From an optimization exercise on the open Yosys and OpenROAD flow, aimed at small area, a short achievable clock period and few clock cycles per item; shortcuts taken in it are not production practice.
Where RTL was checked, it was by simulation tests only, not by an equivalence proof against the original.
Only the layout flow was run in run 2; the RTL was not checked for function there.

===== run.sh =====
#!/bin/bash
# synth_recipe.tcl (not shown) runs the flow's synth.tcl, then flattens the netlist and writes it again
# the make line also repeats each setting of config.mk as NAME=value (left out here)
make -C /OpenROAD-flow-scripts/flow DESIGN_CONFIG=/design/flow/config.mk WORK_HOME=/design/flow/orfs CLKGATE_MAP_FILE= SYNTH_SCRIPT=/design/flow/synth_recipe.tcl finish

===== config.mk =====
export PLATFORM = sky130hd
export DESIGN_NAME = casub_flit_enc
export DESIGN_NICKNAME = casub_flit_enc
export VERILOG_FILES = /design/flow/design.v
export SDC_FILE = /design/flow/constraint.sdc
export NUM_CORES = 4
export LEC_CHECK = 0
export CAP_MARGIN = 20
export CORE_MARGIN = 2
export CORE_UTILIZATION = 40
export PLACE_DENSITY = 0.6
export SLEW_MARGIN = 20

===== constraint.sdc =====
create_clock -name core_clock -period 10.0 [get_ports {clk}]
set_input_delay 2.0000 -clock core_clock [delete_from_list [all_inputs] [get_ports {clk}]]
set_output_delay 2.0000 -clock core_clock [all_outputs]
set_load 0.01 [all_outputs]

===== design.v =====
module casub_flit_enc (
    input  wire        clk,
    input  wire        rst,         
    input  wire        in_valid,
    output wire        in_ready,
    input  wire [63:0] in_data,
    output wire        out_valid,
    input  wire        out_ready,
    output wire [63:0] out_data,
    output wire        out_last
);
    localparam [63:0] CRC_POLY = 64'h42F0_E1EB_A9EA_3693;
    localparam [4:0]  BEAT_CRC = 5'd29;
    localparam [4:0]  BEAT_P0  = 5'd30;
    localparam [4:0]  BEAT_P1  = 5'd31;
    function [7:0] gf_mul;
        input [7:0] a;
        input [7:0] b;
        integer i;
        reg [7:0] p;
        reg [7:0] x;
        begin
            p = 8'd0;
            x = a;
            for (i = 0; i < 8; i = i + 1) begin
                if (b[i])
                    p = p ^ x;
                x = {x[6:0], 1'b0} ^ (x[7] ? 8'h1D : 8'h00);
            end
            gf_mul = p;
        end
    endfunction
    function [7:0] rs_gen;
        input integer i;
        begin
            case (i)
                0: rs_gen = 8'h18;
                1: rs_gen = 8'hC8;
                2: rs_gen = 8'hAD;
                3: rs_gen = 8'hEF;
                4: rs_gen = 8'h36;
                5: rs_gen = 8'h51;
                6: rs_gen = 8'h0B;
                default: rs_gen = 8'hFF;
            endcase
        end
    endfunction
    function [63:0] rs_step;
        input [63:0] rem;
        input [7:0]  sym;
        integer k;
        reg [7:0] fb;
        begin
            fb = sym ^ rem[63:56];
            rs_step[7:0] = gf_mul(fb, rs_gen(0));
            for (k = 1; k < 8; k = k + 1)
                rs_step[8*k +: 8] = rem[8*(k-1) +: 8] ^ gf_mul(fb, rs_gen(k));
        end
    endfunction
    function [63:0] crc_byte;
        input [63:0] crc;
        input [7:0]  byte_in;
        integer i;
        reg [63:0] c;
        begin
            c = crc;
            for (i = 7; i >= 0; i = i - 1) begin
                if (c[63] ^ byte_in[i])
                    c = {c[62:0], 1'b0} ^ CRC_POLY;
                else
                    c = {c[62:0], 1'b0};
            end
            crc_byte = c;
        end
    endfunction
    reg  [4:0]  beat;         
    reg  [63:0] crc;
    reg  [63:0] rem0;         
    reg  [63:0] rem1;         
    reg         out_valid_q;
    reg  [63:0] out_data_q;
    reg         out_last_q;
    wire        slot_free = !out_valid_q || out_ready;
    wire        data_beat = (beat < BEAT_CRC);
    assign in_ready  = slot_free && data_beat;
    assign out_valid = out_valid_q;
    assign out_data  = out_data_q;
    assign out_last  = out_last_q;
    wire [63:0] crc_out = ~crc;
    wire [63:0] code_in = data_beat ? in_data : crc_out;
    reg  [63:0] crc_next;
    reg  [63:0] rem0_next;
    reg  [63:0] rem1_next;
    integer j;
    always @(*) begin
        crc_next  = crc;
        rem0_next = rem0;
        rem1_next = rem1;
        for (j = 0; j < 8; j = j + 1) begin
            crc_next = crc_byte(crc_next, in_data[63-8*j -: 8]);
            if (j % 2 == 0)
                rem0_next = rs_step(rem0_next, code_in[63-8*j -: 8]);
            else
                rem1_next = rs_step(rem1_next, code_in[63-8*j -: 8]);
        end
    end
    wire [63:0] parity_hi = {rem0[63:56], rem1[63:56], rem0[55:48], rem1[55:48],
                             rem0[47:40], rem1[47:40], rem0[39:32], rem1[39:32]};
    wire [63:0] parity_lo = {rem0[31:24], rem1[31:24], rem0[23:16], rem1[23:16],
                             rem0[15:8],  rem1[15:8],  rem0[7:0],   rem1[7:0]};
    always @(posedge clk) begin
        if (rst) begin
            beat        <= 5'd0;
            crc         <= {64{1'b1}};
            rem0        <= 64'd0;
            rem1        <= 64'd0;
            out_valid_q <= 1'b0;
            out_data_q  <= 64'd0;
            out_last_q  <= 1'b0;
        end else if (slot_free) begin
            out_valid_q <= 1'b0;
            out_last_q  <= 1'b0;
            if (data_beat) begin
                if (in_valid) begin
                    out_valid_q <= 1'b1;
                    out_data_q  <= in_data;
                    crc         <= crc_next;
                    rem0        <= rem0_next;
                    rem1        <= rem1_next;
                    beat        <= beat + 5'd1;
                end
            end else if (beat == BEAT_CRC) begin
                out_valid_q <= 1'b1;
                out_data_q  <= crc_out;
                rem0        <= rem0_next;
                rem1        <= rem1_next;
                beat        <= BEAT_P0;
            end else if (beat == BEAT_P0) begin
                out_valid_q <= 1'b1;
                out_data_q  <= parity_hi;
                beat        <= BEAT_P1;
            end else begin
                out_valid_q <= 1'b1;
                out_data_q  <= parity_lo;
                out_last_q  <= 1'b1;
                crc         <= {64{1'b1}};
                rem0        <= 64'd0;
                rem1        <= 64'd0;
                beat        <= 5'd0;
            end
        end
    end
endmodule

==> results of run 1 <==
repair_timing:
action,4_1_cts,5_1_grt
hold endpoints to repair,0,0
pin swaps,0,1
buffers inserted,0,2
gates cloned,0,0
gates resized for setup,1,7
endpoints found under the setup margin,4,40
layout make-up:
| type | count | area, sq um |
|---|---|---|
| diodes | 1 | 2.50 |
| clock buffers | 41 | 821 |
| clock inverters | 11 | 128 |
| fillers | 8667 | 46400 |
| inverters | 57 | 214 |
| multi-input cells | 3190 | 30900 |
| flip-flops and latches | 263 | 5270 |
| well taps | 1186 | 1480 |
| repair buffers | 779 | 6360 |
layer usage:
metal | vias up | global-route usage, %
li1 | 13400 | -
met1 | 14600 | 45.8
met2 | 1553 | 50.5
met3 | 282 | 4.35
met4 | 2 | 12.0
met5 | - | 0
synth_stat cells (39+ instances only):
master / number / area [sq um]
sky130_fd_sc_hd__clkbuf_1: 127 / 477
sky130_fd_sc_hd__o21ai_0: 89 / 445
sky130_fd_sc_hd__a221o_1: 39 / 390
sky130_fd_sc_hd__nor2_1: 287 / 1080
sky130_fd_sc_hd__a311oi_1: 50 / 438
sky130_fd_sc_hd__nand2_1: 72 / 270
sky130_fd_sc_hd__xnor2_1: 1534 / 13400
sky130_fd_sc_hd__xor2_1: 353 / 3090
sky130_fd_sc_hd__dfxtp_1: 263 / 5270
sky130_fd_sc_hd__a22oi_1: 139 / 1040
sky130_fd_sc_hd__xnor2_2: 39 / 634
sky130_fd_sc_hd__xnor3_1: 266 / 5990
sky130_fd_sc_hd__inv_1: 57 / 214
sky130_fd_sc_hd__a21oi_1: 68 / 340
metrics by stage:
stage | util [%] | instances | cell area, sq um
global placement | 48.2 | 5473 | 44200
detailed placement | 48.2 | 5473 | 44200
floorplan | - | 3682 | 37000
CTS | 49.3 | 5525 | 45200
finish | 49.3 | 5528 | 45200
global route | 49.3 | 5528 | 45200
kinds of logic after synthesis:
| kind of cell | after synthesis |
|---|---|
| compound gates | 455 |
| fa+ha+maj | 3 |
| buf+inv | 229 |
| xor+xnor | 2296 |
| mux | 34 |
| flops | 263 |
| simple gates | 402 |
worst min-delay path by stage:
stage	slack [ns]	cells past startpoint	end	start
2_1_floorplan	0.48	2	out_data_q[58]	out_data_q[58]
3_3_place_gp	0.45	2	out_data_q[58]	out_data_q[58]
3_5_place_dp	0.46	2	out_data_q[58]	out_data_q[58]
4_1_cts	0.48	2	out_data_q[58]	out_data_q[58]
5_1_grt	0.51	2	out_data_q[59]	out_data_q[59]
6_report	0.47	2	out_data_q[58]	out_data_q[58]
flip-flops by register name, indices dropped and copies added (netlist names):
| register | count |
|---|---|
| beat | 5 |
| crc | 64 |
| out_data_q | 64 |
| out_last_q | 1 |
| out_valid_q | 1 |
| rem0 | 64 |
| rem1 | 64 |
layout by cell type, fill, tap and decap left out, types with 19 or more instances in the layout:
master                               n
sky130_fd_sc_hd__a21oi_1            67
sky130_fd_sc_hd__a221o_1            39
sky130_fd_sc_hd__a22oi_1           139
sky130_fd_sc_hd__a311oi_1           50
sky130_fd_sc_hd__buf_4             631
sky130_fd_sc_hd__clkbuf_16          29
sky130_fd_sc_hd__clkdlybuf4s50_1   133
sky130_fd_sc_hd__dfxtp_1           263
sky130_fd_sc_hd__inv_1              57
sky130_fd_sc_hd__mux2i_1            33
sky130_fd_sc_hd__nand2_1            72
sky130_fd_sc_hd__nor2_1            282
sky130_fd_sc_hd__o21ai_0            89
sky130_fd_sc_hd__o22ai_1            26
sky130_fd_sc_hd__xnor2_1          1525
sky130_fd_sc_hd__xnor2_2            45
sky130_fd_sc_hd__xnor2_4            19
sky130_fd_sc_hd__xnor3_1           263
sky130_fd_sc_hd__xnor3_2            25
sky130_fd_sc_hd__xor2_1            349
sky130_fd_sc_hd__xor2_2             25
sky130_fd_sc_hd__xor3_1             28
worst max-delay path, delay by kind of cell:
family                 cells  cell delay, ns
buffers and inverters      8            2.16
XOR/XNOR                  18            6.00
AO/OA/AOI/OAI              1            0.16
==> notes.md, run 1 <==
The run finished with no timing, DRC or antenna violations. The slowest stage of the critical path is the sky130_fd_sc_hd__clkdlybuf4s50_1 cell. The count of yosys warnings during synthesis came out at 1. The share of post-route cells with drive strength above 1 is 19.4%.

The worst register-to-register path has a setup slack of 1.12 ns. The number of nets in the layout came out at 4391. Prior to clock tree synthesis, the placed netlist has a worst setup slack of -0.602 ns.

The worst hold path belongs to the class register to register. The area of the die came out at 94800 sq um. Dividing the synthesized area by the synthesized cell count gives 10.0 sq um. The total wirelength of the detailed-routed design is approximately 160 mm. The area growth from synthesis to final layout is 22.4%. STA classifies the critical path endpoint as a register. The headroom to the max-slew limit is 20.9%. The highest cell delay on the worst timing path came out at 0.69 ns.

The total negative setup slack came out at 0 ns. The wire length of the first global-routing pass came out at 221 mm. After clock tree synthesis, the clock-pin slew on the worst setup and hold paths is 0.07 ns. The nature of the critical path startpoint is an input port. By area, the combinational part of the netlist is dominated by XOR/XNOR gates. Dividing the final minimum period by the clock period gives 98.6%. The detailed placement HPWL is 130 mm. The number of hold violations in the final report came out at 0.

The maximum number of pins on one net before global-route repair is around 130. The clock passes through at most 3 buffers. The DRC violations left came out at 0.

The maximum fanout encountered on the critical timing path came out at 11. The clock period could shrink to 9.86 ns. The detailed route wirelength on metal2 is 68.7 mm.

Global routing used approximately 32% of the available tracks. At the worst endpoint, the required time is roughly 11 ns. The cell sitting at the root of the clock tree is a sky130_fd_sc_hd__clkbuf_16.

The share of synthesized registers carrying an async set or reset came out at 0%. The number of nets produced by synthesis came out at 3753. The startpoint identified for the worst register-to-register timing path is beat[0]. The clock sink count came out at 263. In this run, synthesis inferred 0 flip-flops with an integrated enable. The average wire per cell in the routed design is 28.4 um.

The die width is 308 um. In this run the number of H-tree levels came out at 1. The simple-gate portion of the synthesized area is 4.33%. In the synthesized netlist the dominant register cell turns out to be sky130_fd_sc_hd__dfxtp_1. The max-capacitance violation count came out at 0. The highest signal layer in the routed design is met5.

The count of input and output buffers came out at 134. The final worst setup slack came out at 0.139 ns. For the worst flop-to-flop path, the logic depth is 19. Hold repair after CTS inserted 0 buffers.

In this run the standard cell core region covers 91700 sq um. The detail route stage leaves a number of antenna-violating nets equal to 0. The actual slew at the worst max-slew pin came out at approximately 1.2 ns. The detailed router put a total of 68.0 mm of wire on met1.

In this run, distinct cell masters in the synthesized netlist total 52. The capturing element of the worst setup path is crc[41]. In this run the critical register-to-register path is captured at rem0[20]. Setup violations remaining at the end of the flow were counted as 0. The detailed route wirelength on metal3 is around 13 mm. The number of antenna violations at the first check in global routing came out at 2. The effective utilization at floorplan came out at 40.3%. The sequential element share of the synthesized area is 14.2%.

Setup repair after global routing left no endpoint under its margin. The number of global-route vias before repair came out at 29.0k. The number of iterations in the first detailed-routing pass came out at 5.

The hold slack is 0.473 ns. The die outline height is 308 um. The clock insertion delay at the later pin of the skew report is 0.59 ns. After floorplanning, the core was divided into 111 placement rows. The aggregate global routing overflow is 0. The count of mapped cells out of synthesis is 3682. TritonCTS built the clock tree. The routed layout has 29.9k vias. The achievable frequency is 0.101 GHz. The congestion estimate from routability-driven global placement came to 1.05. The number of pins with negative max-slew slack in the final report came out at 0. The critical path data arrival time came out at 10.38 ns.

Clock tree synthesis inserted a total of 29 buffers. The xor and xnor area share after synthesis is 69.2%. In this run the count of I/O pins placed on the die edge is 135. The number of DRC markers in iteration 0 came out at 3740.

The portion of synthesized area spent on multiplexers is 0.924%. The flip-flop and latch count after synthesis came out at ~260. The area share of fa/ha/maj cells after synthesis came out at 0.102%. The setup skew after layout came out at 0.0172 ns. The via density per instance came out at 5.41.

The total standard cell area after synthesis came out at 37000 sq um. By startpoint and endpoint, the worst setup path is classified as input port to register. The compound-gate portion of the synthesized area came out at 8.58%. In this run the worst setup path begins at in_data[56].
Testbench counts, summed over its fixed seeds: cycles 12,296, flits 384.
==> inputs of run 2 (changes only) <==
==> design.v (replaced) <==
module casub_flit_enc (
    input  wire        clk,
    input  wire        rst,
    input  wire        in_valid,
    output wire        in_ready,
    input  wire [63:0] in_data,
    output wire        out_valid,
    input  wire        out_ready,
    output wire [63:0] out_data,
    output wire        out_last
);
    localparam [63:0] CRC_POLY = 64'h42F0_E1EB_A9EA_3693;
    function [7:0] gf_mul;
        input [7:0] a;
        input [7:0] b;
        integer i;
        reg [7:0] p;
        reg [7:0] x;
        begin
            p = 8'd0;
            x = a;
            for (i = 0; i < 8; i = i + 1) begin
                if (b[i])
                    p = p ^ x;
                x = {x[6:0], 1'b0} ^ (x[7] ? 8'h1D : 8'h00);
            end
            gf_mul = p;
        end
    endfunction
    function [7:0] rs_gen;
        input integer i;
        begin
            case (i)
                0: rs_gen = 8'h18;
                1: rs_gen = 8'hC8;
                2: rs_gen = 8'hAD;
                3: rs_gen = 8'hEF;
                4: rs_gen = 8'h36;
                5: rs_gen = 8'h51;
                6: rs_gen = 8'h0B;
                default: rs_gen = 8'hFF;
            endcase
        end
    endfunction
    function [63:0] rs_step;
        input [63:0] rem;
        input [7:0]  sym;
        integer k;
        reg [7:0] fb;
        begin
            fb = sym ^ rem[63:56];
            rs_step[7:0] = gf_mul(fb, rs_gen(0));
            for (k = 1; k < 8; k = k + 1)
                rs_step[8*k +: 8] = rem[8*(k-1) +: 8] ^ gf_mul(fb, rs_gen(k));
        end
    endfunction
    function [63:0] crc_byte;
        input [63:0] crc;
        input [7:0]  byte_in;
        integer i;
        reg [63:0] c;
        begin
            c = crc;
            for (i = 7; i >= 0; i = i - 1) begin
                if (c[63] ^ byte_in[i])
                    c = {c[62:0], 1'b0} ^ CRC_POLY;
                else
                    c = {c[62:0], 1'b0};
            end
            crc_byte = c;
        end
    endfunction
    reg  [4:0]  beat;       
    reg         out_v, out_l;
    reg  [63:0] out_q;
    reg         sk_v;
    reg  [63:0] sk_q;
    reg         fr, fd;     
    reg  [63:0] crc, rem0, rem1;
    wire dp = (beat < 5'd29);
    assign in_ready  = !sk_v && dp;
    assign out_valid = out_v;
    assign out_data  = out_q;
    assign out_last  = out_l;
    reg [63:0] crc_n, rem0_n, rem1_n;
    integer j;
    always @(*) begin
        crc_n = crc; rem0_n = rem0; rem1_n = rem1;
        for (j = 0; j < 8; j = j + 1) begin
            crc_n = crc_byte(crc_n, out_q[63-8*j -: 8]);
            if (j % 2 == 0) rem0_n = rs_step(rem0_n, out_q[63-8*j -: 8]);
            else            rem1_n = rs_step(rem1_n, out_q[63-8*j -: 8]);
        end
    end
    wire [63:0] crc_d  = fd ? crc_n : (fr ? {64{1'b1}} : crc);
    wire [63:0] rem0_d = fr ? rem0_n : rem0;
    wire [63:0] rem1_d = fr ? rem1_n : rem1;
    wire [63:0] par = {rem0_d[63:56], rem1_d[63:56], rem0_d[55:48], rem1_d[55:48],
                       rem0_d[47:40], rem1_d[47:40], rem0_d[39:32], rem1_d[39:32]};
    wire [63:0] gen = (beat == 5'd29) ? ~crc_d : par;
    wire ld = !out_v || out_ready;
    wire have = sk_v || !dp || in_valid;
    always @(posedge clk) begin
        crc  <= crc_d;
        rem0 <= rem0_d;
        rem1 <= rem1_d;
        if (!sk_v) sk_q <= in_data;
        if (ld) begin
            fr <= 1'b0; fd <= 1'b0;
            out_v <= have;
            if (have) begin
                out_q <= sk_v ? sk_q : (dp ? in_data : gen);
                out_l <= (beat == 5'd31);
                beat  <= beat + 5'd1;
                fr    <= 1'b1;
                fd    <= dp;
                sk_v  <= 1'b0;
            end
        end else begin
            fr <= 1'b0; fd <= 1'b0;
            if (in_valid && in_ready) sk_v <= 1'b1;
        end
        if (rst) begin
            beat <= 5'd0; out_v <= 1'b0; out_l <= 1'b0; sk_v <= 1'b0;
            fr <= 1'b0; fd <= 1'b0;
            crc <= {64{1'b1}}; rem0 <= 64'd0; rem1 <= 64'd0;
        end
    end
endmodule
==> notes.md, run 2 <==
The setup skew after layout is 0.0396 ns (+0.0224 ns). The average wire per cell in the routed design is 30.7 um (+8.0%). The flip-flop and latch count after synthesis came out at 330 (+25%). The final critical-path share of the clock period came to 98.3% (-0.26 points).

The count of mapped cells out of synthesis was 3551 (-3.6%). In this run the worst setup path begins at out_q[62]. The run finished with no timing, DRC or antenna violations. The nature of the critical path startpoint is a register.

The total negative setup slack is 0 ns (unchanged). The share of synthesized registers carrying an async set or reset came to 0% (unchanged). The aggregate global routing overflow came out at 0 (unchanged). The category of the most critical setup path is register to register. The mean cell area of the mapped netlist came out at 10.8 sq um (+7.6%). The TritonCTS buffer count is 39 (+34%). The final-report setup violation count came to 0 (unchanged).

The hold slack came to 0.459 ns (-0.0139 ns). The detailed placement HPWL came to 131 mm (+0.47%). The number of DRC markers in iteration 0 came out at 3267 (-13%).

The critical path data required time is 10.29 ns (-0.23 ns). The startpoint identified for the worst register-to-register timing path is out_q[62]. The library cell used most frequently in the layout, excluding fill and tap cells, is sky130_fd_sc_hd__xnor2_1. The sum of routed wire segments on met1 is 69.7 mm (+2.6%). In this run the critical register-to-register path is captured at out_q[55].

In the layout the commonest cells are 1564 x sky130_fd_sc_hd__xnor2_1, 360 x sky130_fd_sc_hd__xor2_1, 317 x sky130_fd_sc_hd__buf_4. The number of distinct library cells after synthesis was 51 (-1.9%). The most common cell in the netlist is sky130_fd_sc_hd__xnor2_1. The post-cts hold buffer count came out at 0 (unchanged). The number of pins with negative max-slew slack in the final report came out at 0 (unchanged). Ranked by instance count, the synthesized netlist is headed by 1572 x sky130_fd_sc_hd__xnor2_1, 361 x sky130_fd_sc_hd__xor2_1, 274 x sky130_fd_sc_hd__xnor3_1.

The commonest register cell after synthesis is sky130_fd_sc_hd__dfxtp_1. The weighted congestion at the end of routability-driven global placement is 1.02 (-2.6%). The headroom to the max-slew limit came out at 26.3% (+5.4 points). The time the worst path needs with I/O delays and setup is 9.83 ns (-0.0257 ns). The DRC violations left is 0 (unchanged). The effective utilization at floorplan came out at 40.4% (+0.044 points).

The number of nets in the layout came out at 3985 (-9.2%). The maximum fanout encountered on the critical timing path came out at 8 (-3). The sequential element share of the synthesized area is 20.6% (+6.3 points).

The area growth from synthesis to final layout is 16.2%. The achievable frequency came to 0.102 GHz (+0.26%). The critical path data arrival time is 10.12 ns (-0.26 ns).

The number of enable-type register cells in the synthesized netlist came out at 128 (+128). The number of placement rows came out at 113 (+1.8%). Setup repair after global routing left no endpoint under its margin. The worst setup path is captured at a register.

The worst hold path class is register to register. The via density per instance was 5.38 (-0.48%). The wire length of the first global-routing pass is 222 mm (+0.51%). The root buffer cell chosen for the clock tree is sky130_fd_sc_hd__clkbuf_16.

The number of top-level pins came out at 135 (unchanged). The number of hold violations in the final report is 0 (unchanged). The die outline height is 314 um (+1.8%). The maximum number of pins on one net before global-route repair came out at 128 (+0.79%).

The actual slew at the worst max-slew pin came out at 1.10 ns (-0.0802 ns). The number of nets produced by synthesis came to 3622 (-3.5%). The floorplan core area is 95000 sq um (+3.7%). The number of setup buffers added after CTS came out at 0 (unchanged). The count of input and output buffers is 134 (unchanged). The area of the die came to 98400 sq um (+3.7%). The detailed route wirelength on metal2 came out at 70.9 mm (+3.2%). The highest signal layer in the routed design is met5.

The deepest clock path buffer count was 3 (unchanged). The max-capacitance violation count is 0 (unchanged). The number of antenna violations at the first check in global routing came out at 4 (+2).

The clock sink count came out at 330 (+25%). The number of levels the H-tree was split into came out at 2 (+1). The biggest area contributor in the post-synthesis netlist is sky130_fd_sc_hd__xnor2_1.

The die width was 314 um (+1.8%). The number of nets with antenna violations after routing came out at 0 (unchanged). The total wirelength of the detailed-routed design came out at 160 mm (+1.8%). The number of iterations in the first detailed-routing pass is 5 (unchanged). The share of the synthesized area in the top cell type is 35.9% (-0.45 points). The number of cell instances on the worst register-to-register path came out at 21 (+2). TritonCTS built the clock tree. Following the worst setup path forward leads to its endpoint at out_q[55]. The count of yosys warnings during synthesis came out at 1 (unchanged). The slack of the worst reg-to-reg path is 0.17 ns (-0.95 ns). The vias after detailed routing was 28.0k (-6.2%). The number of global-route vias before repair is 27.4k (-5.5%). The clock insertion delay at the later pin of the skew report came out at 0.60 ns (about the same). The total standard cell area after synthesis came out at 38300 sq um (+3.8%). The detailed route wirelength on metal3 came to 12.9 mm (-4.0%). The share of post-route cells with drive strength above 1 is 12.8% (-6.6 points). The global-route usage over all layers is 32.0% (-0.44 points). By area the synthesized netlist is led by sky130_fd_sc_hd__xnor2_1 36%, sky130_fd_sc_hd__xnor3_1 16%, sky130_fd_sc_hd__dfxtp_1 11%, sky130_fd_sc_hd__edfxtp_1 10%, sky130_fd_sc_hd__xor2_1 8.2%. The post-CTS clock slew at the launch and capture registers of the worst setup and hold paths came out at 0.06 ns (about the same).
## run 2: final cells by class
cell class / count / area (sq um)
antenna: 1 / 2.50
clock buffer: 56 / 1120
clock inverter: 15 / 125
fill: 8986 / 50500
inverter: 9 / 37.5
multi-input combinational: 3081 / 30000
sequential: 330 / 7900
tap: 1265 / 1580
timing repair buffer: 453 / 3770
## run 2: worst min path at each step
stage / endpoint / slack [ns] / start / cells after the start
floorplan: rem0[19] / 0.45 / rem0[19] / 2
global placement: out_l / 0.45 / out_l / 2
detailed placement: out_l / 0.45 / out_l / 2
CTS: out_l / 0.46 / out_l / 2
global route: out_l / 0.48 / out_l / 2
finish: out_l / 0.46 / out_l / 2
## run 2: critical path, stage by stage, from the launching register on
cell and delay [ns]:
sky130_fd_sc_hd__edfxtp_1 0.62, sky130_fd_sc_hd__xnor2_2 0.27, sky130_fd_sc_hd__buf_4 0.24, sky130_fd_sc_hd__xor2_1 0.33
sky130_fd_sc_hd__xnor3_2 0.61, sky130_fd_sc_hd__xnor2_1 0.40, sky130_fd_sc_hd__xnor3_2 0.63, sky130_fd_sc_hd__xor2_1 0.55
sky130_fd_sc_hd__xnor3_1 0.42, sky130_fd_sc_hd__xor3_2 0.66, sky130_fd_sc_hd__xnor3_1 0.68, sky130_fd_sc_hd__xnor3_1 0.49
sky130_fd_sc_hd__xnor3_1 0.29, sky130_fd_sc_hd__xnor3_2 0.30, sky130_fd_sc_hd__xnor3_2 0.47, sky130_fd_sc_hd__xnor3_2 0.66
sky130_fd_sc_hd__xnor3_2 0.58, sky130_fd_sc_hd__xor2_2 0.33, sky130_fd_sc_hd__xor2_1 0.36, sky130_fd_sc_hd__xnor2_1 0.20
sky130_fd_sc_hd__a211oi_1 0.28, sky130_fd_sc_hd__o221ai_1 0.16
## run 2: cell families after synthesis
kind of cell | after synthesis | share of synthesized area [%]
XOR/XNOR | 2320 | 66.2
AND/OR/NAND/NOR | 364 | 4.27
AO/OA/AOI/OAI | 339 | 6.00
flip-flops | 330 | 20.6
buffers and inverters | 140 | 1.47
multiplexers | 55 | 1.44
adder cells (fa/ha/maj) | 3 | 0.0979
## run 2: through the flow
step | setup slack [ns] | utilization [%] | area (sq um) | std cells
6_report | 0.165 | 46.9 | 44600 | 5210
3_5_place_dp | 0.0385 | 45.5 | 43200 | 5137
3_3_place_gp | 0.0624 | 45.5 | 43200 | 5137
5_1_grt | 0.0220 | 46.9 | 44600 | 5209
4_1_cts | 0.0260 | 46.8 | 44500 | 5208
2_1_floorplan | 1.17 | - | 38300 | 3551
## run 2: repair_timing
item | CTS | global route
setup endpoints to repair | 0 | 33
hold endpoints to repair | 0 | 0
resized for setup | 0 | 9
## run 2: layer usage
layer,vias up,track usage [%]
li1,12500,-
met1,14000,45.8
met2,1349,49.9
met3,209,3.66
met4,2,11.4
met5,-,0

==> port drivers added, routing unchanged <==
The flow's constraints put no driver on any port. The routed layouts listed below were extracted and timed again, unchanged, in two steps.
Step 1 assumes that a clkbuf_16 drives the clock port and a buf_2 every other input.
Step 2 also shifts input and output timing later by t, the mid clock arrival at the registers, as if the neighbouring blocks saw the same clock.
Three values: ideal, step 1, step 2; two values: the first two.
run	t (ns)	setup slack, ns	worst hold slack (ns)	worst setup path after step 2	worst register clock-pin slew, ns
run 1	0.643	0.139 / 0.169 / -0.474	0.473 / 0.473 / 0.473	input to register	0.07 / 0.07
run 2	0.643	0.165 / 0.165 / 0.165	0.459 / 0.459 / 0.459	register to register	0.08 / 0.08
With both steps, setup timing fails in run 1, where it was met with ideal ports. For run 1, which loses most, drivers alone change the setup slack by +0.030 ns; drivers and shift together by -0.613 ns.
